From an optimization exercise on the open Yosys and OpenROAD flow, aimed at small area; shortcuts taken in it are not production practice. Function was checked by simulation only, so behaviour that the tests miss may differ from the original. No driver is modelled on the clock port, so clocking that relies on it looks cheaper here than on a real chip. No activity file was given, so power comes from the tool's default toggle rates.

==> design/flow/design.v <==
module pwm_chan (
    input             clk,
    input             rst,
    input             key_load,
    input             wr,
    input             rd,
    input      [3:0]  regsel,
    input      [31:0] wdata,
    input      [15:0] fw_new,      
    input             fw_over,     
    output reg [31:0] rval,
    output     [15:0] o_cd,
    output     [15:0] o_sl,
    output     [23:0] o_per,
    output     [23:0] o_psh,
    output     [23:0] o_plt,
    output     [23:0] o_rise,
    output            o_late,
    input      [23:0] m1,
    input      [23:0] m2,
    input      [12:0] cfl,         
    input             dbg_halt,
    input             fence,
    input             inline_ok,
    input             flt_hold,
    input             flt_trip,
    input             g3_clear,
    input      [15:0] isense,
    input      [15:0] vsense,
    input             swn,
    input      [3:0]  ton_all,
    output reg        gh,
    output reg        gl,
    output reg        ton,
    output reg        fault_req
);
    localparam [3:0] R_CTRL = 4'h0, R_STATUS = 4'h1, R_PER = 4'h2, R_RISE = 4'h3,
                     R_FALL = 4'h4, R_DT = 4'h5, R_LIM = 4'h6, R_DUTY = 4'h7,
                     R_SLEW = 4'h8, R_SENSE = 4'h9, R_ILIM = 4'ha, R_VLIM = 4'hb,
                     R_COUNT = 4'hc, R_COUNT1 = 4'hd;
    function automatic [32:0] radd(input [31:0] a, input [31:0] b, input ci);
        integer i;
        reg c;
        reg [32:0] r;
        begin
            c = ci;
            for (i = 0; i < 32; i = i + 1) begin
                r[i] = a[i] ^ b[i] ^ c;
                c    = (a[i] & b[i]) | (a[i] & c) | (b[i] & c);
            end
            r[32] = c;
            radd  = r;
        end
    endfunction
    function automatic rge(input [31:0] a, input [31:0] b);
        integer i;
        reg c;
        begin
            c = 1'b1;
            for (i = 0; i < 32; i = i + 1)
                c = (a[i] & ~b[i]) | (a[i] & c) | (~b[i] & c);
            rge = c;
        end
    endfunction
    reg        arm, stretch, adapt;
    reg [1:0]  mode;
    reg [28:0] per_r, rise_r, fall_r;
    reg [7:0]  dt_rise, dt_fall, dt_margin, dt_last;
    reg [7:0]  dt_min, min_pulse;
    reg [1:0]  safe;
    reg [2:0]  blank_src;
    reg        blank_en;
    reg [15:0] max_duty, fw_max_duty, duty_slew;
    reg [9:0]  blank;
    reg [8:0]  filt;
    reg [15:0] i_lim, fw_i_lim, v_lim, fw_v_lim;
    reg [15:0] short_cnt, late_cnt, swn_miss, g3_trips;
    reg        st_late, st_clamp, st_oc, st_ov, st_mref;
    reg [23:0] sh_p, sh_rise, alt_fall;
    reg [23:0] lt_p, lt_rise;
    reg        lt_v;
    reg [12:0] sh_fl, lt_fl;
    reg [23:0] a_sh, s_sh, a_lt, s_lt, b_acc;
    reg [2:0]  b_st;
    reg        running;
    reg [23:0] rem, tq, on_pend;
    reg [1:0]  phase;            
    reg        full_q, soft_q;
    reg [16:0] dstate;
    reg        g3_hold;
    wire hold   = ~arm | g3_hold | flt_hold | fence | ~inline_ok | dbg_halt | key_load;
    wire run_ok = ~hold;
    wire period_end = running && (rem == 24'd1);
    wire reload     = run_ok && (!running || period_end);
    wire commit     = wr && regsel == R_FALL;
    wire late       = running && (rem[23:3] == 21'd0) && !(rem[2] && rem[1]);
    wire xfer       = reload && lt_v;
    wire [23:0] P  = sh_p;
    wire [23:0] R  = sh_rise;
    wire [23:0] F  = lt_v ? alt_fall : fall_r[23:0];
    wire [1:0]  m  = (mode == 2'd3) ? 2'd0 : mode;
    wire        f_ge_p = sh_fl[0];
    wire        r_ge_p = sh_fl[1];
    wire        full   = (m == 2'd1) ? f_ge_p :
                         (m == 2'd2) ? sh_fl[2] : (r_ge_p || f_ge_p);
    wire        use_r  = (m == 2'd0) && !full;
    wire        use_f  = (m == 2'd2) && !full;
    wire [23:0] sub_a  = (full || m == 2'd2) ? P : F;
    wire [23:0] sub_b  = (R & {24{use_r}}) | (F & {24{use_f}});
    wire [32:0] sub_r  = radd({8'd0, sub_a}, {8'd0, ~sub_b}, 1'b1);
    wire [23:0] con    = sub_r[24] ? sub_r[23:0] : 24'd0;
    wire [23:0] cs     = R & {24{use_r}};
    wire [16:0] sl     = (duty_slew == 16'd0)    ? 17'd1 :
                         (duty_slew == 16'hffff) ? 17'h10000 : {1'b0, duty_slew};
    wire [32:0] dnx_r  = radd({15'd0, dstate}, {15'd0, sl}, 1'b0);
    wire [17:0] dnx    = dnx_r[17:0];       
    wire        dnx_full = dnx[17] | dnx[16];
    wire [16:0] dn     = !running ? sl : (dnx_full ? 17'h10000 : dnx[16:0]);
    wire [23:0] lim_a  = a_sh;
    wire [23:0] lim_b  = running ? b_acc : s_sh;
    wire        a_lt_c = !rge(lim_a, con);
    wire        b_lt_c = !rge(lim_b, con);
    wire [16:0] cd_d   = (fw_max_duty == 16'hffff) ? 17'h10000 : {1'b0, fw_max_duty};
    wire        a_lt_b = rge(dn, cd_d);
    wire [23:0] lim_cs = a_lt_b ? lim_a : lim_b;
    wire [23:0] on0    = (a_lt_c || b_lt_c) ? lim_cs : con;
    wire        clamp  = a_lt_c;
    wire        slew_cut = b_lt_c;
    wire [7:0]  dtr    = rge(dt_rise, dt_min) ? dt_rise : dt_min;
    wire [7:0]  dtf    = rge(dt_fall, dt_min) ? dt_fall : dt_min;
    wire [7:0]  mp1    = (min_pulse == 8'd0) ? 8'd1 : min_pulse;
    wire [32:0] st_r   = radd(dtr, mp1, 1'b0);
    wire [8:0]  st_on  = st_r[8:0];
    wire        on0_z  = (on0 == 24'd0);
    wire        is_short = !on0_z && !rge(on0, st_on);
    wire        st_le_p  = (P[23:9] != 15'd0) || rge(P[8:0], st_on);
    wire        st_le_rm = sh_fl[3] || rge(sh_fl[12:4], st_on);
    wire        can_stretch = stretch && rge(lim_cs, st_on) &&
                              (cs_z ? st_le_p : st_le_rm);
    wire [23:0] on_n   = !is_short ? on0 : (can_stretch ? {15'd0, st_on} : 24'd0);
    wire        on_z   = on0_z || (is_short && !can_stretch);
    wire        cs_z   = (m != 2'd0) || full || (R == 24'd0);
    wire H = phase[1];
    reg       h_q;
    reg [7:0] re_q, fe_q, xe_q;
    reg       xing_q, miss_q, fph_q;
    wire       h_rise  = H && !h_q;
    wire       h_fall  = !H && h_q;
    wire [32:0] re_inc = radd(re_q, 0, 1'b1);
    wire [32:0] fe_inc = radd(fe_q, 0, 1'b1);
    wire [7:0] re_cur  = h_rise ? 8'd0 : (re_inc[7:0] | {8{re_inc[8]}});
    wire [7:0] fe_cur  = h_fall ? 8'd0 : (fe_inc[7:0] | {8{fe_inc[8]}});
    wire       fph_cur  = h_fall ? 1'b1 : (H ? 1'b0 : fph_q);
    wire       adapt_en = adapt && fph_cur;
    wire       xing_prev = h_fall ? 1'b0 : xing_q;
    wire       miss_prev = h_fall ? 1'b0 : miss_q;
    wire       xing_new = adapt_en && !H && swn && !xing_prev && !miss_prev &&
                          !rge(fe_cur, dtf);
    wire       xing_cur = xing_prev || xing_new;
    wire [7:0] xe_cur   = xing_new ? fe_cur : xe_q;
    wire [32:0] xm_r    = radd(xe_cur, dt_margin, 1'b0);
    wire [8:0] xm       = xm_r[8:0];
    wire [7:0] xm_hi    = rge(dtf, xm) ? xm[7:0] : dtf;
    wire [7:0] tgt      = (adapt_en && xing_cur) ?
                          (rge(xm_hi, dt_min) ? xm_hi : dt_min) : dtf;
    wire       miss_new = adapt_en && !H && !xing_cur && !miss_prev && (fe_cur == dtf);
    wire gh_n = run_ok && H && rge(re_cur, dtr);
    wire gl_n = run_ok && !H && rge(fe_cur, tgt);
    wire        ci   = rge(isense[15:4], fw_i_lim[15:4]);
    wire        cv   = rge(vsense[15:4], fw_v_lim[15:4]);
    reg  [9:0] bc, ho;
    reg  [8:0] fci, fcv;
    wire [9:0] blank_eff = rge(10'd800, blank) ? blank : 10'd800;
    wire [8:0] filt_eff  = (filt == 9'd0) ? 9'd1 : (rge(9'd400, filt) ? filt : 9'd400);
    wire       src_ton   = !blank_src[2] && ton_all[blank_src[1:0]];
    wire       start_win = blank_en && src_ton && (bc == 10'd0) &&
                           (ho == 10'd0) && (blank_eff != 10'd0);
    wire       blanked   = start_win || (bc != 10'd0);
    wire [32:0] fci_r    = radd(fci, 0, 1'b1);
    wire [32:0] fcv_r    = radd(fcv, 0, 1'b1);
    wire       det_i     = ci && !blanked && (fci_r[8:0] == filt_eff);
    wire       det_v     = cv && !blanked && (fcv_r[8:0] == filt_eff);
    wire       trip      = det_i || det_v || flt_trip;
    wire       first_trip = trip && !g3_hold && !flt_hold;
    wire we_ctrl  = wr && regsel == R_CTRL;
    wire we_stat  = wr && regsel == R_STATUS;
    wire we_dt    = wr && regsel == R_DT;
    wire kl_we    = wr && key_load;
    wire we_duty  = wr && regsel == R_DUTY;
    wire we_ilim  = wr && regsel == R_ILIM;
    wire we_vlim  = wr && regsel == R_VLIM;
    wire we_slew  = kl_we && regsel == R_SLEW;
    wire rd_count  = rd && regsel == R_COUNT;
    wire rd_count1 = rd && regsel == R_COUNT1;
    wire [32:0] short_cnt_inc = radd(short_cnt, 0, 1'b1);
    wire [32:0] late_cnt_inc  = radd(late_cnt, 0, 1'b1);
    wire [32:0] swn_miss_inc  = radd(swn_miss, 0, 1'b1);
    wire [32:0] g3_trips_inc  = radd(g3_trips, 0, 1'b1);
    wire inc_short = reload && is_short;
    wire inc_late  = commit && late;
    wire inc_miss  = run_ok && miss_new;
    wire inc_trips = first_trip;
    assign o_cd  = fw_max_duty;
    assign o_sl  = duty_slew;
    assign o_per = per_r[23:0];
    assign o_psh = xfer ? lt_p : sh_p;
    assign o_plt = lt_p;
    assign o_rise = rise_r[23:0];
    assign o_late = late;
    wire commit_nl = commit && !late;
    wire xfer_g    = xfer && !rst;
    wire [23:0] p_new = (per_r[23:4] == 20'd0) ? 24'd16 : per_r[23:0];
    always @(posedge clk) begin
        if (rst || we_ctrl || dbg_halt) arm <= we_ctrl && wdata[0] && !dbg_halt;
        if (rst || we_ctrl) begin
            stretch <= wdata[3];
            adapt   <= wdata[4];
        end
        if (rst || (we_ctrl && !arm)) mode <= wdata[2:1];
        if (rst || (wr && regsel == R_PER))  per_r  <= wdata[28:0];
        if (rst || (wr && regsel == R_RISE)) rise_r <= wdata[28:0];
        if (rst || commit)                   fall_r <= wdata[28:0];
        if (rst || we_dt) begin
            dt_rise   <= wdata[7:0];
            dt_fall   <= wdata[15:8];
            dt_margin <= wdata[23:16];
        end
        if (rst || (kl_we && regsel == R_LIM)) begin
            dt_min    <= wdata[7:0];
            min_pulse <= wdata[15:8];
            safe      <= wdata[17:16];
            blank_src <= wdata[22:20];
            blank_en  <= wdata[23];
        end
        if (rst || (kl_we && regsel == R_DUTY))  max_duty  <= wdata[15:0];
        if (rst || we_slew)                      duty_slew <= wdata[15:0];
        if (rst || (kl_we && regsel == R_SENSE)) begin
            blank <= wdata[9:0];
            filt  <= wdata[24:16];
        end
        if (rst || (kl_we && regsel == R_ILIM))  i_lim <= wdata[15:0];
        if (rst || (kl_we && regsel == R_VLIM))  v_lim <= wdata[15:0];
        if (rst || we_duty) fw_max_duty <= fw_new;
        if (rst || we_ilim) fw_i_lim    <= fw_new;
        if (rst || we_vlim) fw_v_lim    <= fw_new;
        if (rst || commit_nl || we_duty || xfer)
            a_sh <= (commit_nl || we_duty || !xfer_g) ? m1 : a_lt;
        if (rst || commit_nl || we_slew || xfer)
            s_sh <= (commit_nl || we_slew || !xfer_g) ? (we_slew ? m1 : m2) : s_lt;
    end
    always @(posedge clk) begin
        if (rst) begin
            sh_p <= 24'd16; sh_rise <= 24'd0; lt_v <= 1'b0;
            sh_fl <= {9'd16, 4'b0100};
            dt_last <= 8'd0;
            short_cnt <= 16'd0; late_cnt <= 16'd0; swn_miss <= 16'd0; g3_trips <= 16'd0;
            st_late <= 1'b0; st_clamp <= 1'b0; st_oc <= 1'b0; st_ov <= 1'b0; st_mref <= 1'b0;
        end else begin
            if (commit_nl) begin
                sh_p    <= p_new;
                sh_rise <= rise_r[23:0];
                sh_fl   <= cfl;
                lt_v    <= 1'b0;
            end else if (xfer) begin
                sh_p    <= lt_p;
                sh_rise <= lt_rise;
                sh_fl   <= lt_fl;
                lt_v    <= commit;
            end else if (commit) begin
                lt_v    <= 1'b1;
            end
            if (run_ok) begin
                if (xing_new) dt_last <= fe_cur;
                else if (miss_new) dt_last <= 8'hff;
            end
            if (we_stat) begin
                if (wdata[2])  st_late  <= 1'b0;
                if (wdata[4])  st_clamp <= 1'b0;
                if (wdata[8])  st_oc    <= 1'b0;
                if (wdata[9])  st_ov    <= 1'b0;
                if (wdata[10]) st_mref  <= 1'b0;
            end
            if (inc_late) st_late <= 1'b1;
            if ((reload && clamp) || ((we_duty || we_ilim || we_vlim) && fw_over)) st_clamp <= 1'b1;
            if (det_i) st_oc <= 1'b1;
            if (det_v) st_ov <= 1'b1;
            if (we_ctrl && arm && wdata[2:1] != mode) st_mref <= 1'b1;
            if (rd_count) begin
                short_cnt <= {15'd0, inc_short};
                late_cnt  <= {15'd0, inc_late};
            end else begin
                if (inc_short && !short_cnt_inc[16]) short_cnt <= short_cnt_inc[15:0];
                if (inc_late  && !late_cnt_inc[16]) late_cnt  <= late_cnt_inc[15:0];
            end
            if (rd_count1) begin
                swn_miss <= {15'd0, inc_miss};
                g3_trips <= {15'd0, inc_trips};
            end else begin
                if (inc_miss  && !swn_miss_inc[16]) swn_miss <= swn_miss_inc[15:0];
                if (inc_trips && !g3_trips_inc[16]) g3_trips <= g3_trips_inc[15:0];
            end
        end
    end
    always @(posedge clk) begin
        if (commit && late) begin
            lt_p     <= p_new;
            lt_rise  <= rise_r[23:0];
            alt_fall <= (lt_v && !reload) ? alt_fall : fall_r[23:0];
            lt_fl    <= cfl;
            a_lt     <= m1;
            s_lt     <= m2;
        end else begin
            if (we_duty) a_lt <= m2;
            if (we_slew) s_lt <= m2;
        end
    end
    wire [3:0]  b_nib = (b_st[1:0] == 2'd0) ? dnx[3:0] :
                        (b_st[1:0] == 2'd1) ? dnx[7:4] :
                        (b_st[1:0] == 2'd2) ? dnx[11:8] : dnx[15:12];
    wire [32:0] b_s1  = radd({4'd0, b_acc}, {4'd0, sh_p & {24{b_nib[0]}}}, 1'b0);
    wire [32:0] b_s2  = radd(b_s1[27:0], {3'd0, sh_p & {24{b_nib[1]}}, 1'b0}, 1'b0);
    wire [32:0] b_s3  = radd(b_s2[27:0], {2'd0, sh_p & {24{b_nib[2]}}, 2'b0}, 1'b0);
    wire [32:0] b_s4  = radd(b_s3[27:0], {1'd0, sh_p & {24{b_nib[3]}}, 3'b0}, 1'b0);
    wire [27:0] b_sum = b_s4[27:0];
    always @(posedge clk) begin
        if (reload || (commit && !late)) begin
            b_st  <= 3'd0;
            b_acc <= 24'd0;
        end else if (!b_st[2]) begin
            b_st  <= dnx_full ? 3'd4 : b_st + 3'd1;
            b_acc <= dnx_full ? sh_p : b_sum[27:4];
        end
    end
    wire [32:0] rem_dec = radd(rem, 24'hffffff, 1'b0);
    wire [32:0] tq_dec  = radd(tq, 24'hffffff, 1'b0);
    wire [32:0] bc_dec  = radd(start_win ? blank_eff : bc, 10'h3ff, 1'b0);
    wire [32:0] ho_dec  = radd(ho, 10'h3ff, 1'b0);
    always @(posedge clk) begin
        if (hold) begin
            dstate  <= 17'd0;
            full_q  <= 1'b0;
            soft_q  <= 1'b0;
            phase   <= 2'd0;
        end else if (reload) begin
            rem     <= P;
            full_q  <= full;
            soft_q  <= slew_cut;
            dstate  <= dn;
            if (on_z) begin
                phase <= 2'd0;
            end else if (cs_z) begin
                phase <= 2'd2;
                tq    <= on_n;
            end else begin
                phase   <= 2'd1;
                tq      <= cs;
                on_pend <= on_n;
            end
        end else begin
            rem <= rem_dec[23:0];
            if (phase == 2'd1) begin
                if (tq == 24'd1) begin
                    phase <= 2'd2;
                    tq    <= on_pend;
                end else begin
                    tq    <= tq_dec[23:0];
                end
            end else if (phase == 2'd2) begin
                if (tq == 24'd1) phase <= 2'd0;
                else             tq    <= tq_dec[23:0];
            end
        end
        if (rst) phase <= 2'd0;
    end
    always @(posedge clk) begin
        if (rst) begin
            running <= 1'b0;
            gh <= 1'b0; gl <= 1'b0; ton <= 1'b0; fault_req <= 1'b0;
            bc <= 10'd0; ho <= 10'd0; fci <= 9'd0; fcv <= 9'd0; g3_hold <= 1'b0;
        end else begin
            if (hold)        running <= 1'b0;
            else if (reload) running <= 1'b1;
            gh  <= gh_n;
            gl  <= gl_n;
            ton <= (gh_n && !gh) || (gl_n && !gl);
            fault_req <= first_trip;
            if (start_win) begin
                bc <= bc_dec[9:0];
                if (blank_eff == 10'd1) ho <= 10'd800;
            end else if (bc != 10'd0) begin
                bc <= bc_dec[9:0];
                if (bc == 10'd1) ho <= 10'd800;
            end else if (ho != 10'd0) begin
                ho <= ho_dec[9:0];
            end
            if (ci && !blanked) begin
                if (fci != filt_eff) fci <= fci_r[8:0];
            end else begin
                fci <= 9'd0;
            end
            if (cv && !blanked) begin
                if (fcv != filt_eff) fcv <= fcv_r[8:0];
            end else begin
                fcv <= 9'd0;
            end
            if (det_i || det_v) g3_hold <= 1'b1;
            else if (g3_clear) g3_hold <= 1'b0;
        end
    end
    always @(posedge clk) begin
        if (hold) begin
            h_q <= 1'b0; re_q <= 8'd0; fe_q <= 8'd0; xe_q <= 8'd0;
            xing_q <= 1'b0; miss_q <= 1'b0; fph_q <= 1'b0;
        end else begin
            h_q    <= H;
            re_q   <= re_cur;
            fe_q   <= fe_cur;
            xe_q   <= xe_cur;
            xing_q <= xing_cur;
            miss_q <= miss_prev || miss_new;
            fph_q  <= fph_cur;
        end
    end
    wire [1:0] state = !arm ? 2'd0 : (hold ? 2'd1 : ((running && soft_q) ? 2'd2 : 2'd3));
    wire       h_g3  = g3_hold || flt_hold;
    always @(*) begin
        case (regsel)
            R_CTRL:   rval = {27'd0, adapt, stretch, mode, arm};
            R_STATUS: rval = {21'd0, st_mref, st_ov, st_oc,
                              !inline_ok, fence, h_g3,
                              st_clamp, running && full_q, st_late, state};
            R_PER:    rval = {3'd0, per_r};
            R_RISE:   rval = {3'd0, rise_r};
            R_FALL:   rval = {3'd0, fall_r};
            R_DT:     rval = {dt_last, dt_margin, dt_fall, dt_rise};
            R_LIM:    rval = {8'd0, blank_en, blank_src, 2'd0, safe, min_pulse, dt_min};
            R_DUTY:   rval = {fw_max_duty, max_duty};
            R_SLEW:   rval = {16'd0, duty_slew};
            R_SENSE:  rval = {7'd0, filt, 6'd0, blank};
            R_ILIM:   rval = {fw_i_lim, i_lim};
            R_VLIM:   rval = {fw_v_lim, v_lim};
            R_COUNT:  rval = {late_cnt, short_cnt};
            R_COUNT1: rval = {g3_trips, swn_miss};
            default:  rval = 32'd0;
        endcase
    end
endmodule
module pwm_gen (
    input             clk,
    input             rst,
    input             key_load,      
    input             wr,
    input             rd,
    input      [9:0]  addr,
    input      [31:0] wdata,
    output reg [31:0] rdata,         
    input             dbg_halt,
    input      [3:0]  fence,
    input      [3:0]  inline_ok,
    input      [3:0]  g3_clear,
    input      [63:0] isense,        
    input      [63:0] vsense,
    input      [3:0]  swn,
    input      [3:0]  flt_in,
    output     [3:0]  gh,
    output     [3:0]  gl,
    output     [3:0]  fault_req
);
    function automatic [32:0] radd(input [31:0] a, input [31:0] b, input ci);
        integer i;
        reg c;
        reg [32:0] r;
        begin
            c = ci;
            for (i = 0; i < 32; i = i + 1) begin
                r[i] = a[i] ^ b[i] ^ c;
                c    = (a[i] & b[i]) | (a[i] & c) | (b[i] & c);
            end
            r[32] = c;
            radd  = r;
        end
    endfunction
    function automatic rge(input [31:0] a, input [31:0] b);
        integer i;
        reg c;
        begin
            c = 1'b1;
            for (i = 0; i < 32; i = i + 1)
                c = (a[i] & ~b[i]) | (a[i] & c) | (~b[i] & c);
            rge = c;
        end
    endfunction
    function automatic [47:0] mulcs(input [15:0] x, input [23:0] y);
        integer i, j;
        reg [40:0] sv, cv, nsv, ncv;
        reg pp, a, b;
        begin
            sv = {17'd0, y & {24{x[0]}}};
            cv = 41'd0;
            for (i = 1; i < 16; i = i + 1) begin
                nsv = sv;
                ncv = 41'd0;
                for (j = i; j < i + 24; j = j + 1) begin
                    pp = y[j-i] & x[i];
                    a  = sv[j];
                    b  = cv[j];
                    nsv[j]   = a ^ b ^ pp;
                    ncv[j+1] = (a & b) | (a & pp) | (b & pp);
                end
                sv = nsv;
                cv = ncv;
            end
            mulcs = {cv[39:16], sv[39:16]};
        end
    endfunction
    wire       in_chan = (addr[9:8] == 2'b00);
    wire [2:0] ch      = addr[8:6];
    wire [3:0] regsel  = addr[5:2];
    wire       g_map   = (addr[9:2] == 8'h80);
    wire       g_flt   = (addr[9:2] == 8'h81);
    wire       g_glob  = (addr[9:2] == 8'h82);
    reg [15:0] flt_map;      
    reg [3:0]  pol, act, latch;
    reg [4:0]  fcnt [0:3];
    reg [15:0] flt_events;
    reg        dbg_safe;
    reg [3:0]  act_n, activ;
    integer i;
    always @(*) begin
        for (i = 0; i < 4; i = i + 1) begin
            act_n[i] = act[i];
            if ((flt_in[i] == pol[i]) != act[i] && fcnt[i] == 5'd31)
                act_n[i] = ~act[i];
            activ[i] = act_n[i] && !act[i];
        end
    end
    wire [2:0] n_activ = {2'd0, activ[0]} + {2'd0, activ[1]} +
                         {2'd0, activ[2]} + {2'd0, activ[3]};
    wire [32:0] ev_r   = radd(flt_events, n_activ, 1'b0);
    wire [16:0] ev_sum = ev_r[16:0];
    wire        rd_flt = rd && g_flt;
    always @(posedge clk) begin
        if (rst) begin
            flt_map <= 16'd0; pol <= 4'd0; act <= 4'd0; latch <= 4'd0;
            flt_events <= 16'd0; dbg_safe <= 1'b0;
            for (i = 0; i < 4; i = i + 1) fcnt[i] <= 5'd0;
        end else begin
            for (i = 0; i < 4; i = i + 1) begin
                if ((flt_in[i] == pol[i]) != act[i] && fcnt[i] != 5'd31)
                    fcnt[i] <= fcnt[i] + 5'd1;
                else
                    fcnt[i] <= 5'd0;
            end
            act <= act_n;
            if (wr && key_load && g_map)
                flt_map <= {wdata[27:24], wdata[19:16], wdata[11:8], wdata[3:0]};
            if (wr && key_load && g_flt) pol <= wdata[3:0];
            latch <= (wr && g_flt) ? ((latch & ~(wdata[11:8] & ~act)) | activ)
                                   : (latch | activ);
            if (rd_flt)
                flt_events <= {13'd0, n_activ};
            else
                flt_events <= ev_sum[16] ? 16'hffff : ev_sum[15:0];
            if (wr && g_glob && wdata[3]) dbg_safe <= 1'b0;
            if (dbg_halt) dbg_safe <= 1'b1;
        end
    end
    wire [3:0] fhold_src = latch | act;
    reg  [3:0] flt_hold, flt_trip;
    always @(*) begin
        flt_hold = 4'd0;
        flt_trip = 4'd0;
        for (i = 0; i < 4; i = i + 1) begin
            if (fhold_src[i]) flt_hold = flt_hold | flt_map[4*i +: 4];
            if (activ[i])     flt_trip = flt_trip | flt_map[4*i +: 4];
        end
    end
    wire [31:0] rval [0:3];
    wire [1:0]  w      = ch[1:0];
    wire        cw     = wr && in_chan;
    wire        is_commit = cw && regsel == 4'h4;
    wire        is_duty   = cw && regsel == 4'h7;
    wire [15:0] o_cd   [0:3];
    wire [15:0] o_sl   [0:3];
    wire [23:0] o_per  [0:3];
    wire [23:0] o_psh  [0:3];
    wire [23:0] o_plt  [0:3];
    wire [23:0] o_rise [0:3];
    wire [3:0]  o_late;
    wire [31:0] rval_w  = rval[w];
    wire [15:0] hard_w  = key_load ? wdata[15:0] : rval_w[15:0];
    wire        fw_over = (wdata[31:16] > hard_w);
    wire [15:0] fw_new  = fw_over ? hard_w : wdata[31:16];
    wire [15:0] sl_w    = o_sl[w];
    wire [15:0] sl_wm   = (sl_w == 16'd0) ? 16'd1 : sl_w;
    wire [15:0] sl_d    = (wdata[15:0] == 16'd0) ? 16'd1 : wdata[15:0];
    wire [23:0] per_w   = o_per[w];
    wire [23:0] p_new   = (per_w[23:4] == 20'd0) ? 24'd16 : per_w;
    wire [15:0] x1 = is_commit ? o_cd[w] : (is_duty ? fw_new : sl_d);
    wire [15:0] x2 = is_commit ? sl_wm   : (is_duty ? fw_new : sl_d);
    wire [23:0] y1 = is_commit ? p_new : o_psh[w];
    wire [23:0] y2 = is_commit ? p_new : o_plt[w];
    wire [23:0] rise_w  = o_rise[w];
    wire [23:0] fall_w  = wdata[23:0];
    wire [32:0] room_r  = radd(p_new, ~rise_w & 24'hffffff, 1'b1);
    wire [24:0] room    = {~room_r[24], room_r[23:0]};
    wire [12:0] cfl     = {room[8:0], room[23:9] != 15'd0, fall_w == 24'd0,
                           room[24] || room[23:0] == 24'd0, rge(fall_w, p_new)};
    wire [47:0] cs1 = mulcs(x1, y1);
    wire [47:0] cs2 = mulcs(x2, y2);
    wire [23:0] pr1 = cs1[47:24] + cs1[23:0];
    wire [23:0] pr2 = cs2[47:24] + cs2[23:0];
    wire [23:0] m1 = rst ? 24'd0 : ((x1 == 16'hffff) ? y1 : pr1);
    wire [23:0] m2 = rst ? 24'd0 : ((x2 == 16'hffff) ? y2 : pr2);
    wire [31:0] wdm    = rst ? 32'd0 : wdata;
    wire [15:0] fw_nm  = rst ? 16'd0 : fw_new;
    wire [3:0]  ton;
    genvar k;
    generate
        for (k = 0; k < 4; k = k + 1) begin : g_ch
            pwm_chan u_ch (
                .clk       (clk),
                .rst       (rst),
                .key_load  (key_load),
                .wr        (cw && w == k),
                .rd        (rd && in_chan && w == k),
                .regsel    (regsel),
                .wdata     (wdm),
                .fw_new    (fw_nm),
                .fw_over   (fw_over),
                .rval      (rval[k]),
                .o_cd      (o_cd[k]),
                .o_sl      (o_sl[k]),
                .o_per     (o_per[k]),
                .o_psh     (o_psh[k]),
                .o_plt     (o_plt[k]),
                .o_rise    (o_rise[k]),
                .cfl       (cfl),
                .o_late    (o_late[k]),
                .m1        (m1),
                .m2        (m2),
                .dbg_halt  (dbg_halt),
                .fence     (fence[k]),
                .inline_ok (inline_ok[k]),
                .flt_hold  (flt_hold[k]),
                .flt_trip  (flt_trip[k]),
                .g3_clear  (g3_clear[k]),
                .isense    (isense[16*k +: 16]),
                .vsense    (vsense[16*k +: 16]),
                .swn       (swn[k]),
                .ton_all   (ton),
                .gh        (gh[k]),
                .gl        (gl[k]),
                .ton       (ton[k]),
                .fault_req (fault_req[k])
            );
        end
    endgenerate
    always @(posedge clk) begin
        if (rst) begin
            rdata <= 32'd0;
        end else if (rd) begin
            if (in_chan)
                rdata <= (regsel <= 4'hd) ? rval_w : 32'd0;
            else if (g_map)
                rdata <= {4'd0, flt_map[15:12], 4'd0, flt_map[11:8], 4'd0, flt_map[7:4], 4'd0, flt_map[3:0]};
            else if (g_flt)
                rdata <= {flt_events, 4'd0, latch, act, pol};
            else if (g_glob)
                rdata <= {28'd0, dbg_safe, 3'd0};
            else
                rdata <= 32'd0;
        end
    end
endmodule
==> design/flow/run.sh <==
#!/bin/bash
# synth_recipe.tcl (not shown) runs the flow's synth.tcl, then flattens the netlist and writes it again
# the make line also repeats each setting of config.mk as NAME=value (left out here)
make -C /OpenROAD-flow-scripts/flow DESIGN_CONFIG=/design/flow/config.mk WORK_HOME=/design/flow/orfs CLKGATE_MAP_FILE= SYNTH_SCRIPT=/design/flow/synth_recipe.tcl finish
==> design/flow/config.mk <==
export PLATFORM = sky130hd
export DESIGN_NAME = pwm_gen
export DESIGN_NICKNAME = pwm_gen
export VERILOG_FILES = /design/flow/design.v
export SDC_FILE = /design/flow/constraint.sdc
export NUM_CORES = 8
export LEC_CHECK = 0
export ABC_AREA = 1
export CAP_MARGIN = 40
export CORE_MARGIN = 2
export CORE_UTILIZATION = 50
export CTS_CLUSTER_DIAMETER = 80
export CTS_CLUSTER_SIZE = 24
export SLEW_MARGIN = 40
==> design/flow/constraint.sdc <==
create_clock -name core_clock -period 30.0 [get_ports {clk}]
set_input_delay 6.0000 -clock core_clock [delete_from_list [all_inputs] [get_ports {clk}]]
set_output_delay 6.0000 -clock core_clock [all_outputs]
set_load 0.01 [all_outputs]
==> results of run 1 <==
state kept, by name, indices dropped and copies added, names as in the netlist, 68 cells and up, named ones only:
signal              cells
g_ch.u_ch.a_lt         96
g_ch.u_ch.per_r       116
g_ch.u_ch.lt_rise      96
g_ch.u_ch.fall_r      116
g_ch.u_ch.a_sh         96
g_ch.u_ch.lt_p         96
g_ch.u_ch.dstate       68
g_ch.u_ch.rise_r      116
g_ch.u_ch.s_lt         96
g_ch.u_ch.rem          96
g_ch.u_ch.sh_p         96
g_ch.u_ch.sh_rise      96
g_ch.u_ch.b_acc        96
g_ch.u_ch.s_sh         96
g_ch.u_ch.on_pend      96
g_ch.u_ch.tq           96
g_ch.u_ch.alt_fall     96
worst max-delay path: cells and delay by family:
| kind | cells | cell delay, ps |
|---|---|---|
| fa+ha+maj | 17 | 8230 |
| buf+inv | 10 | 4130 |
| compound gates | 24 | 5360 |
| simple gates | 17 | 2640 |
| xor+xnor | 1 | 390 |
Yosys cell counts, types with 78 or more instances:
cell / number / share of area (%)
o21ai_1: 97 / 0.24
fa_1: 1224 / 12
dfxtp_1: 1133 / 11
o22ai_1: 467 / 1.5
buf_1: 112 / 0.21
nor2_1: 1760 / 3.3
o221ai_1: 257 / 1.1
a221oi_1: 285 / 1.2
nor4_1: 165 / 0.51
a31oi_1: 124 / 0.39
a21oi_1: 909 / 2.3
o211ai_1: 237 / 0.89
nand3_1: 569 / 1.4
or2_2: 101 / 0.31
o21ai_0: 1976 / 4.9
buf_2: 81 / 0.20
nand2_1: 4453 / 8.3
xor2_1: 109 / 0.47
ha_1: 802 / 5.0
nand4_1: 222 / 0.69
o21bai_1: 78 / 0.29
nor3_1: 120 / 0.30
inv_1: 3287 / 6.1
o2111ai_1: 84 / 0.37
a211oi_1: 306 / 1.1
edfxtp_1: 2088 / 31
clkbuf_1: 928 / 1.7
per-layer routing:
layer	GRT usage, %	routed length [um]	share of wire (%)	up-vias
met2	63.68	382000	40	12480
met1	61.34	359200	37	87350
met4	35.29	90360	9.4	22
li1	-	-	-	75880
met5	0	161	0.017	-
met3	14.34	134700	14	2507
final cells by class:
type | count | share of cell area (%)
inverter | 3356 | 5.798
tap | 5265 | 3.025
timing repair buffer | 745 | 2.905
multi-input combinational | 14850 | 45.89
sequential | 3221 | 39.22
antenna | 100 | 0.1149
clock inverter | 92 | 0.5809
clock buffer | 264 | 2.471
cell families after synthesis:
kind of cell    count (synthesis)
flops                        3221
mux                            21
simple gates                 7486
compound gates               5123
fa+ha+maj                    2041
buf+inv                      4520
xor+xnor                      176
per-stage QoR:
stage                     power, W  instances  hold WS, ps
after global routing       0.03179      27810        459.5
final                      0.02981      27890        450.7
after floorplan            0.01900      22590        417.5
after global placement     0.02611      27410        427.1
after detailed placement   0.02635      27430        431.7
after CTS                  0.02954      27780        452.6
placed cells by master (no fill, tap or decap), types with 505 or more instances in the layout:
cell / Yosys / layout
fa_1: 1224 / 1219
edfxtp_1: 2088 / 2088
ha_1: 802 / 802
inv_1: 3287 / 3256
nand2_1: 4453 / 4435
nand3_1: 569 / 568
a21oi_1: 909 / 897
nor2_1: 1760 / 1676
o21ai_0: 1976 / 1894
dfxtp_1: 1133 / 1127
buf_4: 24 / 505
power by group through the flow:
stage	logic (W)	clock network, W	registers (W)
final	0.0193	0.00316	0.00740
after global routing	0.0211	0.00328	0.00740
after CTS	0.0190	0.00314	0.00737
after detailed placement	0.0189	0	0.00747
after global placement	0.0186	0	0.00747
after floorplan	0.0117	0	0.00727
final timing paths:
kind | from | to | slack (ps) | cells after the start
setup / recovery | addr[3] | g_ch[1].u_ch.s_sh[22]$_DFFE_PP_ | 3800 | 69
hold / removal | fcnt[1][0]$_SDFF_PP0_ | fcnt[1][0]$_SDFF_PP0_ | 450 | 1
setup reg to reg | g_ch[0].u_ch.duty_slew[13]$_DFFE_PP_ | g_ch[0].u_ch.b_acc[22]$_SDFFE_PP0N_ | 8380 | 55
hold reg to reg | fcnt[1][0]$_SDFF_PP0_ | fcnt[1][0]$_SDFF_PP0_ | 450 | 1
==> key figures, run 1 <==
Clocking
  – Post_cts resized: 0
  – CTS Buf Count: 193
  – Max Root-Sink Buffers: 4
  – CTS Hold Buffers Added: 0
  – Htree depth: 4
  – Clock Sink Count: 3221
  – Post-CTS Setup Bufs: 0
  – CTS clk-pin slew, worst paths: about 100 ps
  – CTS root buf: clkbuf_16
  – CTS tree: done
  – Worst-Skew Late Latency: around 1000 ps

Setup path
  – CP required: 30690 ps
  – Top cell by count, worst path: fa_1
  – Nature of the critical path startpoint: primary input
  – Crit end category: flip-flop
  – Largest stage delay, worst path: 900 ps
  – CP Max Fanout: 35
  – Slowest CP cell: inv_2
  – Data arrival, critical path: between 20000 and 30000 ps
  – Kind of critical path: in -> reg

Status
  – Status: no timing/DRC/antenna violations

Cells and area
  – Post-layout util: 54.48%
  – Nets: 24590
  – Final Cell Area: 0.2177 mm^2
  – Multi-input logic area: 0.09992 mm^2
  – Register area: 0.08539 mm^2
  – Area grow syn2layout: 8.318%
  – Fill count: 37360
  – Share of layout cells above drive strength 1: a little under 6%

Synth
  – Multiplexer share of the synthesized area: 0.1046%
  – Sequential area share after synthesis: 42.47%
  – Synth Cell Area: 0.2010 mm^2
  – Syn. warnings: 4
  – Post-synthesis compound-gate area fraction: 15.59%
  – Post-synth top flop: edfxtp_1
  – Main combinational cell family by area after synthesis: adder cells
  – Post-synth EDFFs: 2088
  – XOR/XNOR Fraction of Synth Area: 0.7668%
  – Post-synth ARST share: 0%
  – Post-synthesis area per instance: 8.900 um^2
  – Syn Inst Count: around 23000
  – Synth cell types: 82
  – Synth Register Bits: ~3200
  – Simple-Gate Fraction of Synth Area: 15.21%
  – Adder-cell share of the synthesized area: between 10% and 20%
  – Synth Net Count: 24810

Detailed routing
  – Wire per inst: 34.65 um
  – DR vias/cell: approximately 6.4
  – 1st-iter DRT viols: roughly 30000
  – Vias post-DR: 178200
  – Total Routed Length: a little under 1000000 um
  – Final ANT Viol Nets: 0
  – 1st-pass router iterations: 7
  – Remaining DRCs: 0

Timing
  – RSZ-0062 raised after global routing: no
  – Max Clk Rate: ~0.038 GHz
  – Final setup viols: 0
  – Setup TNS: 0 ps
  – Max-slew violations: 0
  – Slew @ Worst Pin: roughly 1100 ps
  – Final Hold Viols: 0
  – Final Cycle Share: between 80% and 90%
  – Clock skew: 125.5 ps
  – Worst slew margin: between 20% and 30%
  – Period minus WS final: roughly 26000 ps
  – Setup ws final: ~3800 ps

Pwr
  – Sw Pwr: 0.01526 W
  – P_leak: 87.17 nW
  – Max IR drop VDD: 727.5 uV
  – Internal cell power: 0.01455 W
  – Sequential power share: 24.8%
  – Clock power frac: 10.6%
  – Sw Share: 51.18%
  – Power per cell area: between 100 and 150 mW/mm^2
  – Combinational share of power: 64.6%

Global route
  – Largest net degree at the start of global routing: 80
  – First-pass GRT wire length: between 1000000 and 1500000 um
  – Tot GR Track Use: a little under half
  – Vias in the first global route: 162200
  – GR Overflow Total: 0
  – Initial antenna violation count: 123

Floorplan
  – Die H: 638.1 um
  – Core Area: 0.3997 mm^2
  – Std cell rows: around 230
  – Die area: 0.4071 mm^2
  – Die Wd: 638.1 um
  – Initial Util: 50.29%
  – Ports: 240

Placement
  – DPL Wire Length: 755100 um
  – I/O Buffers: roughly 210
  – DP Worst Slack: 3349 ps
  – Placer Congestion: 1.078
  – Placed instance area: 0.2106 mm^2

Worst hold path
  – Hold WC Path Type: reg -> reg

Job
  – # Max-Cap Violations: 0
==> inputs of run 2 (changes only) <==
==> design/flow/flow/run.sh (new file) <==
#!/bin/bash
# Layout flow: the standard ORFS flow (standard.sh), with two changes made
# through ORFS's own variables:
#  - the clock tree is built without dummy loads (clock_tree_synthesis
#    -dont_use_dummy_load), clustering as in config.mk;
#  - the port buffers are sky130_fd_sc_hd__buf_2 instead of the delay cell
#    buffer_ports picks by itself (every port still gets its buffer).
# The full output of the flow goes to standard_flow.log; ORFS keeps each
# step's log under orfs/logs.
set -euo pipefail
export CTS_ARGS="-sink_clustering_enable -repair_clock_nets -dont_use_dummy_load -sink_clustering_size 24 -sink_clustering_max_diameter 80"
export BUFFER_PORTS_ARGS="-inputs -outputs -buffer_cell sky130_fd_sc_hd__buf_2"
bash standard.sh finish > standard_flow.log 2>&1
==> design/flow/standard.sh (new file) <==
#!/bin/bash
# synth_recipe.tcl (not shown) runs the flow's synth.tcl, then flattens the netlist and writes it again
# the make line also repeats each setting of config.mk as NAME=value (left out here)
make -C /OpenROAD-flow-scripts/flow DESIGN_CONFIG=/design/flow/config.mk WORK_HOME=/design/flow/orfs CLKGATE_MAP_FILE= SYNTH_SCRIPT=/design/flow/synth_recipe.tcl "${@:-finish}"
--- a/design/flow/config.mk
+++ b/design/flow/config.mk
@@ -8,7 +8,7 @@
 export ABC_AREA = 1
 export CAP_MARGIN = 40
 export CORE_MARGIN = 2
-export CORE_UTILIZATION = 50
+export CORE_UTILIZATION = 60
 export CTS_CLUSTER_DIAMETER = 80
 export CTS_CLUSTER_SIZE = 24
 export SLEW_MARGIN = 40
removed: design/flow/run.sh
==> run 2 against run 1 <==
Compared with the run above:
- combinational power is essentially flat
- wire length shrank 5.2%
- synthesized cell count is the same
- clock power shrank 16%
- area after synthesis is the same
- power shrank 2.8%
- critical path depth grew 5
- maximum frequency grew 1.2%
- die area shrank 17%
- critical path type unchanged
==> key figures, run 2 <==
Status
  – Status: no timing/DRC/antenna violations

Detailed routing
  – Final ANT Viol Nets: 0
  – 1st-iter DRT viols: 33810
  – Remaining DRCs: 0
  – 1st-pass router iterations: 12
  – Vias post-DR: between 150k and 200k
  – DR vias/cell: slightly below 7
  – Wire per inst: 34.15 um
  – Total Routed Length: 916500 um

Clocking
  – Clock Sink Count: 3221
  – CTS Hold Buffers Added: 0
  – CTS clk-pin slew, worst paths: around 90 ps
  – CTS Buf Count: 186
  – Post_cts resized: 0
  – CTS tree: done
  – Worst-Skew Late Latency: 1040 ps
  – Post-CTS Setup Bufs: 0

Worst hold path
  – Hold WC Path Type: reg -> reg
  – Min-delay src: g_ch[3].u_ch.fall_r[21]$_DFFE_PP_

Timing
  – RSZ-0062 raised after global routing: no
  – Final Hold Viols: 0
  – Max-slew violations: 0
  – Final setup viols: 0
  – Final Cycle Share: 86.32%
  – Setup TNS: 0 ps
  – Max Clk Rate: 0.03862 GHz
  – Slew @ Worst Pin: between 1000 and 1500 ps
  – Period minus WS final: between 20000 and 30000 ps
  – Worst slew margin: between 20% and 30%
  – Clock skew: 174.1 ps

Synth
  – Syn Inst Count: roughly 23000
  – Post-synthesis area per instance: around 8.9 um^2
  – Synth Cell Area: approximately 0.20 mm^2
  – Sequential area share after synthesis: 42.47%
  – Top cell type's share of synthesized area: 31.19%
  – Post-synth EDFFs: approximately 2100
  – Leading post-synthesis cells by cell area: edfxtp_1 (31%), fa_1 (12%), dfxtp_1 (11%)
  – Syn. warnings: 4
  – Synth Net Count: 24810
  – Synth Register Bits: between 3000 and 4000
  – Synth cell types: 82
  – Post-synth top flop: edfxtp_1
  – Post-synth ARST share: 0%
  – Commonest cells in the netlist: nand2_1 (4453), inv_1 (3287), edfxtp_1 (2088)
  – Most numerous cell in the Yosys netlist: nand2_1
  – Synth area leader: edfxtp_1

Global route
  – Met3 Usage GRT: 23.20%
  – GR Overflow Total: 0
  – Largest net degree at the start of global routing: 90
  – Initial antenna violation count: 134
  – Tot GR Track Use: 52.87%
  – Routing usage on met2: 70.03%
  – Vias in the first global route: ~160k
  – Gr busiest metal: met2
  – GR Layer Usage met1: roughly two thirds
  – First-pass GRT wire length: roughly 1300000 um

Setup path
  – Slowest CP cell: a2111oi_0
  – Nature of the critical path startpoint: primary input
  – Largest stage delay, worst path: roughly 740 ps
  – CP Max Fanout: 38
  – Delay-heaviest family, CP: adder cells
  – Kind of critical path: in -> reg
  – Data arrival, critical path: 26580 ps
  – Top cell by count, worst path: fa_1
  – R2R Path Start: g_ch[0].u_ch.duty_slew[9]$_DFFE_PP_
  – Critical path startpoint: addr[5]
  – CP required: 30680 ps
  – CP Buf/Inv Count: 11
  – Crit end category: flip-flop

Floorplan
  – Die H: 582.8 um
  – Die area: 0.3397 mm^2
  – Std cell rows: 212
  – Ports: 240
  – Initial Util: 60.29%
  – Die Wd: 582.8 um
  – Core Area: 0.3334 mm^2

Placement
  – Placed instance area: 0.2081 mm^2
  – DPL Wire Length: 709600 um
  – I/O Buffers: 205
  – Placer Congestion: about 1.1

Cells and area
  – Area grow syn2layout: 6.110%
  – Nets: 24550
  – Most frequent cells in the layout: nand2_1 (4436), inv_1 (3252), edfxtp_1 (2088)
  – Final Cell Area: 0.2133 mm^2
  – Largest regs: g_ch.u_ch.fall_r: 116 flops, g_ch.u_ch.per_r: 116 flops, g_ch.u_ch.rise_r: 116 flops
  – Share of layout cells above drive strength 1: 6.245%
  – Commonest non-fill, non-tap cell in the layout: nand2_1

Pwr
  – Max IR drop VDD: approximately 800 uV
  – Power per cell area: ~140 mW/mm^2
  – P_leak: 86.10 nW

Job
  – # Max-Cap Violations: 0
-- run 2: kinds of logic after synthesis --
| logic type | Yosys count | share of synthesized area, % |
|---|---|---|
| and+or+nand+nor | 7486 | 15.21 |
| AOI/OAI and AO/OA | 5123 | 15.59 |
| buffers and inverters | 4520 | 8.605 |
| DFF | 3221 | 42.47 |
| adders and majority gates | 2041 | 17.26 |
| xor gates and xnor gates | 176 | 0.7668 |
| muxes | 21 | 0.1046 |
-- run 2: cell type report --
type	instances	area (um^2)
fill	28220	120100
clock buffer	186	4654
sequential	3221	85390
inverter	3356	12620
antenna	132	330.3
timing repair buffer	712	4931
multi-input combinational	14850	99890
tap	4387	5489
-- run 2: metrics by stage --
| stage | utilization (%) | cells | hold WS [ps] | worst slack, ps | power (W) |
|---|---|---|---|---|---|
| 6_report | 63.97 | 26840 | 422.1 | 4104 | 0.02897 |
| 5_1_grt | 63.90 | 26750 | 449.1 | 3471 | 0.03078 |
| 4_1_cts | 63.81 | 26700 | 422.6 | 4620 | 0.02850 |
| 3_5_place_dp | 62.41 | 26510 | 431.7 | 3774 | 0.02585 |
| 3_3_place_gp | 62.17 | 26480 | 427.3 | 4002 | 0.02529 |
| 2_1_floorplan | - | 22590 | 417.5 | 8505 | 0.01900 |
-- run 2: metal layers --
layer / vias up / wire length (um)
met4: 65 / 98000
met2: 15560 / 350400
li1: 75670 / -
met5: - / 1069
met3: 3540 / 158700
met1: 86560 / 308400
-- run 2: power breakdown --
part	internal [W]	switching (W)
registers	0.00705	0.000324
clock network	0.00110	0.00154
logic	0.00595	0.0130
total	0.0141	0.0149
-- run 2: path summary, 6_finish.rpt --
path | end | slack (ps) | cells past startpoint
max | g_ch[0].u_ch.s_sh[22]$_DFFE_PP_ | 4100 | 74
min | g_ch[3].u_ch.alt_fall[21]$_DFFE_PP_ | 420 | 0
max reg2reg | g_ch[0].u_ch.b_acc[22]$_SDFFE_PP0N_ | 8290 | 56
min reg2reg | g_ch[3].u_ch.alt_fall[21]$_DFFE_PP_ | 420 | 0
==> inputs of run 3 (changes only) <==
--- a/design/flow/config.mk
+++ b/design/flow/config.mk
@@ -8,7 +8,7 @@
 export ABC_AREA = 1
 export CAP_MARGIN = 40
 export CORE_MARGIN = 2
-export CORE_UTILIZATION = 60
+export CORE_UTILIZATION = 50
 export CTS_CLUSTER_DIAMETER = 80
 export CTS_CLUSTER_SIZE = 24
 export SLEW_MARGIN = 40
==> run 3 against run 2 <==
Compared with the run above:
- still clean on timing, DRC and antenna
- global-route usage shrank 6.3 points
- worst setup slack gained 100 ps
- final cell count grew 3.3%
- core utilization shrank 10 points
- via count shrank 2.1%
- maximum frequency grew 0.40%
- area after synthesis is the same
- flip-flop and latch count is the same
- register-to-register slack gained 340 ps
- first-iteration DRC count shrank 12%
==> key figures, run 3 <==
Global route
  – First-pass GRT wire length: between 1000000 and 1500000 um
  – Tot GR Track Use: 46.54%
  – Largest net degree at the start of global routing: 80
  – Initial antenna violation count: 145
  – Vias in the first global route: 161700
  – GR Overflow Total: 0

Setup path
  – Largest stage delay, worst path: 780 ps
  – Critical path startpoint: addr[4]
  – CP Max Fanout: 44
  – Crit end category: flip-flop
  – Slowest CP cell: a2111oi_0
  – Top cell by count, worst path: fa_1
  – Nature of the critical path startpoint: primary input
  – R2R Path Start: g_ch[2].u_ch.duty_slew[12]$_DFFE_PP_
  – CP required: just over 30000 ps
  – Kind of critical path: in -> reg
  – Data arrival, critical path: 26420 ps

Detailed routing
  – Top routing layer in use: met5
  – DRT met1 WL: ~360000 um
  – 1st-pass router iterations: 13
  – WL met2: 381000 um
  – DR vias/cell: 6.403
  – Metal3 WL: 134700 um
  – Final ANT Viol Nets: 0
  – Remaining DRCs: 0
  – 1st-iter DRT viols: 29670
  – Wire per inst: roughly 35 um
  – Vias post-DR: 177600
  – Total Routed Length: a little under 1000000 um

Floorplan
  – Core Area: between 0.3 and 0.4 mm^2
  – Die H: 638.1 um
  – Die area: 0.4071 mm^2
  – Die Wd: 638.1 um
  – Ports: 240
  – Std cell rows: 232
  – Initial Util: 50.29%

Placement
  – Placed instance area: 0.2096 mm^2
  – I/O Buffers: 205
  – DPL Wire Length: 754800 um
  – Placer Congestion: approximately 1.1

Status
  – Status: no timing/DRC/antenna violations

Worst hold path
  – Min-delay src: g_ch[0].u_ch.rise_r[2]$_DFFE_PP_
  – Hold WC Path Type: reg -> reg

Clocking
  – Worst-Skew Late Latency: 1050 ps
  – Clock Sink Count: 3221
  – CTS clk-pin slew, worst paths: 100 ps
  – CTS tree: done
  – Post-CTS Setup Bufs: 0
  – CTS Hold Buffers Added: 0
  – CTS Buf Count: 192
  – Post_cts resized: 0

Synth
  – Top cell type's share of synthesized area: 31.19%
  – Post-synth top flop: edfxtp_1
  – Synth Cell Area: 0.2010 mm^2
  – Synth Net Count: ~25000
  – Most numerous cell in the Yosys netlist: nand2_1
  – Post-synthesis area per instance: between 8 and 9 um^2
  – Synth cell types: 82
  – Synth area leader: edfxtp_1
  – Commonest cells in the netlist: nand2_1 (4453), inv_1 (3287), edfxtp_1 (2088)
  – Sequential area share after synthesis: 42.47%
  – Post-synth ARST share: 0%
  – Synth Register Bits: approximately 3200
  – Syn Inst Count: 22590
  – Post-synth EDFFs: between 2000 and 2500
  – Leading post-synthesis cells by cell area: edfxtp_1 (31%), fa_1 (12%), dfxtp_1 (11%)
  – Syn. warnings: 4

Cells and area
  – Area grow syn2layout: 6.935%
  – Commonest non-fill, non-tap cell in the layout: nand2_1
  – Most frequent cells in the layout: nand2_1 (4429), inv_1 (3257), edfxtp_1 (2088)
  – Largest regs: g_ch.u_ch.fall_r: 116 flops, g_ch.u_ch.per_r: 116 flops, g_ch.u_ch.rise_r: 116 flops
  – Nets: 24590
  – Post-layout util: 53.78%
  – Final Cell Area: about 0.21 mm^2
  – Share of layout cells above drive strength 1: 6.542%

Timing
  – RSZ-0062 raised after global routing: no
  – Period minus WS final: 25790 ps
  – Setup TNS: 0 ps
  – Final Cycle Share: 85.97%
  – Final Hold Viols: 0
  – Final setup viols: 0
  – Slew @ Worst Pin: 1110 ps
  – Max Clk Rate: 0.03877 GHz
  – Max-slew violations: 0
  – Worst slew margin: 25.22%
  – Clock skew: 175.8 ps

Pwr
  – Clock power frac: a little under a tenth
  – Internal cell power: 0.01424 W
  – P_leak: 86.50 nW
  – Sw Share: 50.74%
  – Sw Pwr: 0.01467 W
  – Sequential power share: about 26%
  – Combinational share of power: 65.0%
  – Max IR drop VDD: roughly 590 uV
  – Power per cell area: 134.5 mW/mm^2

Job
  – # Max-Cap Violations: 0
run 3: final timing paths:
kind                                              end  slack (ps)  cells past startpoint
hold reg to reg     g_ch[0].u_ch.lt_rise[2]$_DFFE_PP_         430                      0
setup / recovery      g_ch[1].u_ch.s_sh[21]$_DFFE_PP_        4210                     75
hold / removal      g_ch[0].u_ch.lt_rise[2]$_DFFE_PP_         430                      0
setup reg to reg  g_ch[2].u_ch.b_acc[22]$_SDFFE_PP0N_        8630                     58
run 3: through the flow:
stage	cells	setup WS, ps	hold WS [ps]	power, W
2_1_floorplan	22590	8505	417.5	0.01900
3_3_place_gp	27400	3520	426.4	0.02568
3_5_place_dp	27430	3732	431.7	0.02593
4_1_cts	27620	4631	415.0	0.02866
5_1_grt	27680	3695	411.5	0.03094
6_report	27730	4208	428.8	0.02891
run 3: routing by layer:
metal  vias to the layer above  track usage (%)
li1                      75690                -
met1                     87060            61.26
met2                     12380            63.41
met3                      2414            14.97
met4                        38            35.44
met5                         -                0
run 3: area by class of cell:
class | instances | area (um^2)
diodes | 105 | 262.8
clock buffers | 192 | 4805
fillers | 37720 | 184700
inverters | 3356 | 12620
multi-input cells | 14850 | 99990
flip-flops and latches | 3221 | 85390
well taps | 5265 | 6588
repair buffers | 747 | 5313
run 3: critical path: cells and delay by family:
family,cells,cell delay [ps]
adders and majority gates,16,8120
AOI/OAI and AO/OA,26,5720
buffers and inverters,14,3670
and+or+nand+nor,18,2570
xor gates and xnor gates,1,120
run 3: cell families (layout without fill, tap and decap cells):
kind of cell             Yosys count  after routing  synth area share (%)
AND/OR/NAND/NOR                 7486           7486                 15.21
AO/OA/AOI/OAI                   5123           5123                 15.59
other                              0            105                     0
flip-flops                      3221           3221                 42.47
XOR/XNOR                         176            176                0.7668
multiplexers                      21             21                0.1046
adder cells (fa/ha/maj)         2041           2041                 17.26
buffers and inverters           4520           4295                 8.605
run 3: power groups by stage:
stage               sequential [W]  combinational [W]  clock, W
floorplan                  0.00727             0.0117         0
global placement           0.00750             0.0182         0
detailed placement         0.00750             0.0184         0
CTS                        0.00740             0.0186   0.00269
global route               0.00743             0.0207   0.00282
finish                     0.00742             0.0188   0.00271
==> inputs of run 4 (changes only) <==
==> design/flow/flow/run.sh (replaced) <==
#!/bin/bash
# Layout flow: the standard ORFS flow (standard.sh), with three changes:
#  1. After the standard synthesis (standard.sh, unchanged), the logic between
#     the registers and the adder cells is mapped again for area with
#     Yosys/ABC (flow/reopt.ys). Registers, full/half-adder cells and their
#     names stay exactly as the standard synthesis made them; only the
#     combinational gates around them are re-mapped.
#  2. The clock tree is built without dummy loads (clock_tree_synthesis
#     -dont_use_dummy_load); clustering as in config.mk.
#  3. The port buffers are sky130_fd_sc_hd__buf_2 (every port still gets one).
# Each tool's full output goes to a log file of its own in this folder:
# synth_flow.log, reopt.log, layout_flow.log (and ORFS's per-step logs).
set -euo pipefail
WORK="$PWD"
R="$WORK/orfs/results/sky130hd/pwm_gen/base"
export CTS_ARGS="-sink_clustering_enable -repair_clock_nets -dont_use_dummy_load -sink_clustering_size 24 -sink_clustering_max_diameter 80"
export BUFFER_PORTS_ARGS="-inputs -outputs -buffer_cell sky130_fd_sc_hd__buf_2"

# 1. standard synthesis
bash standard.sh "$R/1_2_yosys.v" > synth_flow.log 2>&1
cp "$R/1_2_yosys.v" "$WORK/standard_synth.v"

# 2. area re-mapping of the logic between registers and adder cells
YOSYS=yosys
if [[ -x "$FLOW_HOME/../tools/install/yosys/bin/yosys" ]]; then
  YOSYS="$FLOW_HOME/../tools/install/yosys/bin/yosys"
fi
LIB="$FLOW_HOME/platforms/sky130hd/lib/sky130_fd_sc_hd__tt_025C_1v80.lib"
sed -e "s#@LIB@#$LIB#g" -e "s#@IN@#$WORK/standard_synth.v#g" \
    -e "s#@OUT@#$WORK/reopt.v#g" flow/reopt.ys > reopt_run.ys
"$YOSYS" -s reopt_run.ys > reopt.log 2>&1
cp "$WORK/reopt.v" "$R/1_2_yosys.v"
touch "$R/1_2_yosys.v" "$R/1_2_yosys.sdc"

# 3. the rest of the standard flow, from the re-mapped netlist
bash standard.sh finish > layout_flow.log 2>&1
==> design/flow/flow/reopt.ys (new file) <==
# Area re-mapping of the standard synthesis netlist. Registers, adder cells
# and tie cells are kept as black boxes; everything else is mapped again.
read_liberty -ignore_miss_func @LIB@
read_verilog @IN@
hierarchy -top pwm_gen
setattr -mod -set keep_hierarchy 1 sky130_fd_sc_hd__dfxtp_1 sky130_fd_sc_hd__edfxtp_1 sky130_fd_sc_hd__fa_1 sky130_fd_sc_hd__ha_1 sky130_fd_sc_hd__conb_1 sky130_fd_sc_hd__maj3_1
flatten
blackbox sky130_fd_sc_hd__dfxtp_1 sky130_fd_sc_hd__edfxtp_1 sky130_fd_sc_hd__fa_1 sky130_fd_sc_hd__ha_1 sky130_fd_sc_hd__conb_1 sky130_fd_sc_hd__maj3_1
opt_clean
abc -liberty @LIB@ -dont_use sky130_fd_sc_hd__lpflow_bleeder_1 -dont_use sky130_fd_sc_hd__lpflow_clkbufkapwr_1 -dont_use sky130_fd_sc_hd__lpflow_clkbufkapwr_16 -dont_use sky130_fd_sc_hd__lpflow_clkbufkapwr_2 -dont_use sky130_fd_sc_hd__lpflow_clkbufkapwr_4 -dont_use sky130_fd_sc_hd__lpflow_clkbufkapwr_8 -dont_use sky130_fd_sc_hd__lpflow_clkinvkapwr_1 -dont_use sky130_fd_sc_hd__lpflow_clkinvkapwr_16 -dont_use sky130_fd_sc_hd__lpflow_clkinvkapwr_2 -dont_use sky130_fd_sc_hd__lpflow_clkinvkapwr_4 -dont_use sky130_fd_sc_hd__lpflow_clkinvkapwr_8 -dont_use sky130_fd_sc_hd__lpflow_decapkapwr_12 -dont_use sky130_fd_sc_hd__lpflow_decapkapwr_3 -dont_use sky130_fd_sc_hd__lpflow_decapkapwr_4 -dont_use sky130_fd_sc_hd__lpflow_decapkapwr_6 -dont_use sky130_fd_sc_hd__lpflow_decapkapwr_8 -dont_use sky130_fd_sc_hd__lpflow_inputiso0n_1 -dont_use sky130_fd_sc_hd__lpflow_inputiso0p_1 -dont_use sky130_fd_sc_hd__lpflow_inputiso1n_1 -dont_use sky130_fd_sc_hd__lpflow_inputiso1p_1 -dont_use sky130_fd_sc_hd__lpflow_inputisolatch_1 -dont_use sky130_fd_sc_hd__lpflow_isobufsrc_1 -dont_use sky130_fd_sc_hd__lpflow_isobufsrc_16 -dont_use sky130_fd_sc_hd__lpflow_isobufsrc_2 -dont_use sky130_fd_sc_hd__lpflow_isobufsrc_4 -dont_use sky130_fd_sc_hd__lpflow_isobufsrc_8 -dont_use sky130_fd_sc_hd__lpflow_isobufsrckapwr_16 -dont_use sky130_fd_sc_hd__lpflow_lsbuf_lh_hl_isowell_tap_1 -dont_use sky130_fd_sc_hd__lpflow_lsbuf_lh_hl_isowell_tap_2 -dont_use sky130_fd_sc_hd__lpflow_lsbuf_lh_hl_isowell_tap_4 -dont_use sky130_fd_sc_hd__lpflow_lsbuf_lh_isowell_4 -dont_use sky130_fd_sc_hd__lpflow_lsbuf_lh_isowell_tap_1 -dont_use sky130_fd_sc_hd__lpflow_lsbuf_lh_isowell_tap_2 -dont_use sky130_fd_sc_hd__lpflow_lsbuf_lh_isowell_tap_4 -dont_use sky130_fd_sc_hd__probe_p_8 -dont_use sky130_fd_sc_hd__probec_p_8  -script +strash;dch,-f;map,-a;mfs2;strash;dch,-f;map,-a;topo;dnsize
opt_clean
splitnets
opt_clean -purge
hilomap -singleton -hicell sky130_fd_sc_hd__conb_1 HI -locell sky130_fd_sc_hd__conb_1 LO
insbuf -buf sky130_fd_sc_hd__buf_4 A X
write_verilog -noattr -nohex -nodec @OUT@
stat -liberty @LIB@
==> run 4 against run 3 <==
Compared with the run above:
- synthesized cell count shrank 12%
- area after synthesis is 5.0% lower
- first-iteration DRC count grew 8.0%
- final area decreased by 2.5%
- die area shrank 5.0%
- via count down 1.0%
- still clean
- global-route usage increased by 2.9 points
- worst hold slack barely moved
==> key figures, run 4 <==
Status
  – Status: no timing/DRC/antenna violations

Setup path
  – Slowest CP cell: nor2_4
  – Register-to-register setup slack: 8000 ps
  – Largest stage delay, worst path: 1000 ps
  – CP Max Fanout: 27
  – Top cell by count, worst path: fa_1
  – Nature of the critical path startpoint: primary input
  – Data arrival, critical path: 27920 ps
  – Kind of critical path: in -> reg
  – Crit end category: flip-flop
  – CP required: slightly above 30000 ps

Timing
  – Slew @ Worst Pin: 1177 ps
  – Setup TNS: 0 ps
  – RSZ-0062 raised after global routing: no
  – Clock skew: about 150 ps
  – Final setup viols: 0
  – Final Cycle Share: 90.67%
  – Period minus WS final: 27200 ps
  – Max Clk Rate: 0.03676 GHz
  – Max-slew violations: 0
  – Worst slew margin: 20.73%
  – Final Hold Viols: 0

Clocking
  – CTS Buf Count: between 150 and 200
  – CTS tree: done
  – Post_cts resized: 0
  – CTS Hold Buffers Added: 0
  – Worst-Skew Late Latency: 1030 ps
  – Clock Sink Count: 3221
  – Post-CTS Setup Bufs: 0
  – CTS clk-pin slew, worst paths: 100 ps

Global route
  – Initial antenna violation count: ~140
  – Largest net degree at the start of global routing: 106
  – First-pass GRT wire length: between 1000000 and 1500000 um
  – GR Overflow Total: 0
  – Vias in the first global route: 157700
  – Tot GR Track Use: 49.49%

Placement
  – Placed instance area: 0.2043 mm^2
  – I/O Buffers: 205
  – DPL Wire Length: 762100 um
  – Placer Congestion: roughly 1.1

Floorplan
  – Initial Util: 50.30%
  – Die area: between 0.3 and 0.4 mm^2
  – Ports: 240
  – Std cell rows: 226
  – Die Wd: 621.9 um
  – Core Area: roughly 0.38 mm^2
  – Die H: a little over 600 um

Detailed routing
  – Wire per inst: roughly 38 um
  – 1st-iter DRT viols: 32050
  – DR vias/cell: slightly below 7
  – Vias post-DR: 175700
  – Total Routed Length: 982100 um
  – 1st-pass router iterations: 10
  – Final ANT Viol Nets: 0
  – Remaining DRCs: 0

Worst hold path
  – Hold WC Path Type: reg -> reg

Synth
  – Synth Cell Area: 0.1909 mm^2
  – Syn. warnings: 4
  – Syn Inst Count: 19810
  – Synth Net Count: 22040
  – Post-synthesis area per instance: 9.635 um^2

Cells and area
  – Largest regs: g_ch.u_ch.fall_r: 116 flops, g_ch.u_ch.per_r: 116 flops, g_ch.u_ch.rise_r: 116 flops
  – Commonest non-fill, non-tap cell in the layout: nand2_1
  – Final Cell Area: ~0.21 mm^2
  – Area grow syn2layout: 9.794%
  – Most frequent cells in the layout: nand2_1 (2972), clkinv_1 (2762), edfxtp_1 (2088)
  – Post-layout util: 55.23%
  – Share of layout cells above drive strength 1: roughly 6.7%
  – Nets: 23010

Job
  – # Max-Cap Violations: 0

Pwr
  – P_leak: 72.06 nW
  – Power per cell area: 139.4 mW/mm^2
  – Max IR drop VDD: 1325 uV
-- run 4: per-layer routing --
layer,wire length [um],vias up,global-route usage (%),part of all wire (%)
met2,384000,14300,66.57,39
met1,350000,85970,63.00,36
met5,534,-,0.6914,0.054
met4,95170,24,38.87,9.7
li1,-,72320,-,-
met3,152400,3135,19.59,16
-- run 4: metrics by stage --
| step | hold WS (ps) | worst slack, ps | power (W) | cells |
|---|---|---|---|---|
| after floorplan | 417.5 | 2502 | 0.01776 | 19810 |
| after global placement | 427.9 | 2647 | 0.02516 | 25570 |
| after detailed placement | 434.7 | 2633 | 0.02556 | 25600 |
| after CTS | 444.1 | 3559 | 0.02825 | 25790 |
| after global routing | 458.9 | 2339 | 0.03044 | 25840 |
| final | 429.2 | 2800 | 0.02922 | 25940 |
-- run 4: cell type report --
class	instances	area, um^2
flip-flops and latches	3221	85390
multi-input cells	13740	96190
diodes	139	347.8
inverters	2807	10580
clock buffers	187	4679
well taps	5016	6276
fillers	34810	169900
repair buffers	833	6128
-- run 4: worst max-delay path: cells and delay by family --
family,cells,cell delay (ps)
AO/OA/AOI/OAI,24,5180
adder cells (fa/ha/maj),17,8310
buffers and inverters,12,3370
AND/OR/NAND/NOR,20,4970
-- run 4: report_power, final --
group / internal [W] / switching (W)
Combinational: 0.00580 / 0.0135
Sequential: 0.00694 / 0.000326
Clock: 0.00111 / 0.00159
-- run 4: worst paths after layout --
check,start,end,depth (start not counted)
max,addr[5],g_ch[1].u_ch.s_sh[20]$_DFFE_PP_,73
min,g_ch[1].u_ch.per_r[5]$_DFFE_PP_,g_ch[1].u_ch.lt_p[5]$_DFFE_PP_,0
max reg2reg,flip-flop,g_ch[1].u_ch.s_sh[20]$_DFFE_PP_,80
min reg2reg,g_ch[1].u_ch.per_r[5]$_DFFE_PP_,g_ch[1].u_ch.lt_p[5]$_DFFE_PP_,0

## afterwards: timing with drivers on the ports
No port has a modelled driver above. Below, the same layouts with a new extraction and two added sets of constraints. Step 1, drivers: a clkbuf_16 drives clk and a buf_2 each remaining input, both assumed. Step 2 adds t to the input delays and takes it off the output delays; t is the mean of the earliest and latest rising clock arrival at the registers after step 1. Input paths then give back, and output paths get back, about the clock's delay inside the block. a / b / c = ideal ports / drivers / drivers and shift; a / b = the first two.
| run | t (ns) | setup slack, ns | latest minus earliest clock arrival (ns) | pins driven straight from the clock port |
|---|---|---|---|---|
| run 1 | 1.105 | 3.803 / 3.910 / 2.806 | 0.126 / 0.125 | 1 |
| run 2 | 1.086 | 4.104 / 4.200 / 3.114 | 0.174 / 0.174 | 1 |
| run 3 | 1.099 | 4.208 / 4.296 / 3.197 | 0.176 / 0.176 | 1 |
| run 4 | 1.086 | 2.800 / 2.902 / 1.816 | 0.153 / 0.154 | 1 |
After both steps every run listed still meets setup and hold. For run 3, which loses most, drivers alone change the setup slack by +0.088 ns; drivers and shift together by -1.011 ns.
